What follows belongs to an exercise in optimizing a design on an open flow for small area and a short achievable clock period; a production flow would make more cautious choices. Function was checked by simulation only, so behaviour that the tests miss may differ from the original. Power and IR drop assume default switching activity.

Setup of job 6531:
Design red_ew_alu, start of the top module:
module red_ew_alu (
    input  wire        clk,
    input  wire        rst,        
    input  wire        in_valid,
    input  wire [7:0]  op,
    input  wire [23:0] p0,
    input  wire [23:0] p1,
    input  wire [23:0] p2,
    input  wire [23:0] a,
    input  wire        a_ok,
    input  wire [23:0] b,
    input  wire        b_ok,
    input  wire [23:0] c,
    input  wire        c_ok,
    output reg         out_valid,
    output reg  [23:0] y,
    output reg         y_ok,
    output reg         nsat
);
Size in the first run: about 4000 cells after synthesis, roughly 340 flip-flops.
==> flow/config.mk <==
export PLATFORM = sky130hd
export DESIGN_NAME = red_ew_alu
export DESIGN_NICKNAME = red_ew_alu
export VERILOG_FILES = /design/flow/design.v
export SDC_FILE = /design/flow/constraint.sdc
export NUM_CORES = 4
export LEC_CHECK = 0
export ABC_AREA = 1
export CAP_MARGIN = 20
export CORE_MARGIN = 2
export CORE_UTILIZATION = 40
export CTS_CLUSTER_DIAMETER = 80
export CTS_CLUSTER_SIZE = 20
export SLEW_MARGIN = 20
==> flow/constraint.sdc <==
create_clock -name core_clock -period 13.0 [get_ports {clk}]
set_input_delay 2.6000 -clock core_clock [delete_from_list [all_inputs] [get_ports {clk}]]
set_output_delay 2.6000 -clock core_clock [all_outputs]
set_load 0.01 [all_outputs]
standard.sh (not shown) runs the stock make flow with config.mk's settings and CLKGATE_MAP_FILE= SYNTH_SCRIPT=/design/flow/synth_recipe.tcl, a recipe that flattens the netlist after the stock synthesis.
==> flow/flow/run.sh <==
#!/bin/bash
set -euo pipefail
DU=$(make -s -C "$FLOW_HOME" DESIGN_CONFIG="$PWD/config.mk" print-DONT_USE_CELLS 2>make_print.log | sed -n 's/^DONT_USE_CELLS: //p')
case "$DU" in
  *sky130_fd_sc_hd__probe_p_8*) ;;
  *) echo "could not read the platform's DONT_USE_CELLS" >&2; exit 1 ;;
esac
DU="$DU sky130_fd_sc_hd__clkdlybuf4s15_1 sky130_fd_sc_hd__clkdlybuf4s15_2 sky130_fd_sc_hd__clkdlybuf4s18_1 sky130_fd_sc_hd__clkdlybuf4s18_2 sky130_fd_sc_hd__clkdlybuf4s25_1 sky130_fd_sc_hd__clkdlybuf4s25_2 sky130_fd_sc_hd__clkdlybuf4s50_1 sky130_fd_sc_hd__clkdlybuf4s50_2"
echo "DONT_USE_CELLS=$DU" > dont_use.txt
bash standard.sh SETUP_SLACK_MARGIN=9.25 "DONT_USE_CELLS=$DU" "SYNTH_OPERATIONS_ARGS=-extra-map $FLOW_HOME/platforms/common/lcu_kogge_stone.v -noabc" finish > standard.log 2>&1
Edits applied to the flow inputs when going from job 6531 to job 536:
==> flow/flow/run.sh <==
#!/bin/bash
set -euo pipefail
DU=$(make -s -C "$FLOW_HOME" DESIGN_CONFIG="$PWD/config.mk" print-DONT_USE_CELLS 2>make_print.log | sed -n 's/^DONT_USE_CELLS: //p')
case "$DU" in
  *sky130_fd_sc_hd__probe_p_8*) ;;
  *) echo "could not read the platform's DONT_USE_CELLS" >&2; exit 1 ;;
esac
DU="$DU sky130_fd_sc_hd__clkdlybuf4s15_1 sky130_fd_sc_hd__clkdlybuf4s15_2 sky130_fd_sc_hd__clkdlybuf4s18_1 sky130_fd_sc_hd__clkdlybuf4s18_2 sky130_fd_sc_hd__clkdlybuf4s25_1 sky130_fd_sc_hd__clkdlybuf4s25_2 sky130_fd_sc_hd__clkdlybuf4s50_1 sky130_fd_sc_hd__clkdlybuf4s50_2"
echo "DONT_USE_CELLS=$DU" > dont_use.txt
bash standard.sh SETUP_SLACK_MARGIN=9.25 "DONT_USE_CELLS=$DU" finish > standard.log 2>&1
[summary]
- Between job 536 and job 6531, routing usage on met2 is lower for job 6531, job 536 comes in above that.
- Minimum period implied by the final worst setup slack on job 536 is up relative to job 6531.
- Job 536 does worse than job 6531 on area of all placed cells without fillers.
- Lower portion of total power attributed to the clock network goes to job 536 over job 6531.
- Summary: fmax, job 536 worse than job 6531
- Of job 536 and job 6531, job 536 shows the higher synthesized cell count, with job 6531 below it.
--- input diff job 536..job 6388 ---
==> flow/flow/run.sh <==
#!/bin/bash
set -euo pipefail
DU=$(make -s -C "$FLOW_HOME" DESIGN_CONFIG="$PWD/config.mk" print-DONT_USE_CELLS 2>make_print.log | sed -n 's/^DONT_USE_CELLS: //p')
case "$DU" in
  *sky130_fd_sc_hd__probe_p_8*) ;;
  *) echo "could not read the platform's DONT_USE_CELLS" >&2; exit 1 ;;
esac
DU="$DU sky130_fd_sc_hd__clkdlybuf4s15_1 sky130_fd_sc_hd__clkdlybuf4s15_2 sky130_fd_sc_hd__clkdlybuf4s18_1 sky130_fd_sc_hd__clkdlybuf4s18_2 sky130_fd_sc_hd__clkdlybuf4s25_1 sky130_fd_sc_hd__clkdlybuf4s25_2 sky130_fd_sc_hd__clkdlybuf4s50_1 sky130_fd_sc_hd__clkdlybuf4s50_2"
echo "DONT_USE_CELLS=$DU" > dont_use.txt
bash standard.sh SETUP_SLACK_MARGIN=9.5 "DONT_USE_CELLS=$DU" "SYNTH_OPERATIONS_ARGS=-extra-map $FLOW_HOME/platforms/common/lcu_kogge_stone.v -noabc" finish > standard.log 2>&1
Results
Delta (job 6388 minus job 536): internal power component rose about 13%, largest vdd supply drop rose 42%, sequential fraction of total cell area fell 0.96 points, power after layout rose about 12%, number of clock-tree buffers in the layout rose about 7%.
[job 6388] switching share of power fell 0.35 points relative to job 536
Compared with job 536, in job 6388 post-synthesis cell count down 93; combinational group share of total power up 3.1 points; wire length down 0.36%; cell area up 6.1%; setup slack up 120 ps.

-- what the ideal ports hide --
The flow's constraints put no driver on any port. The routed layouts listed below were extracted and timed again, unchanged, in two steps.
Step 1 (the two cells are an assumption about what drives the block):
set clk [get_ports {clk}]
set_driving_cell -lib_cell sky130_fd_sc_hd__clkbuf_16 $clk
set_driving_cell -lib_cell sky130_fd_sc_hd__buf_2 [delete_from_list [all_inputs] $clk]
Step 2 adds t to the input delays and takes it off the output delays; t is the mean of the earliest and latest rising clock arrival at the registers after step 1. Input paths then give back, and output paths get back, about the clock's delay inside the block.
a / b / c = ideal ports / drivers / drivers and shift; a / b = the first two.
run | t (ns) | setup slack, ns | slew at the worst register clock pin (ns)
job 6531 | 0.654 | 9.314 / 9.255 / 8.699 | 0.09 / 0.09
job 536 | 0.657 | 9.253 / 9.253 / 8.663 | 0.08 / 0.08
job 6388 | 0.633 | 9.369 / 9.314 / 8.979 | 0.08 / 0.08
After both steps every run listed still meets setup and hold. For job 6531, which loses most, drivers alone change the setup slack by -0.059 ns; drivers and shift together by -0.615 ns.
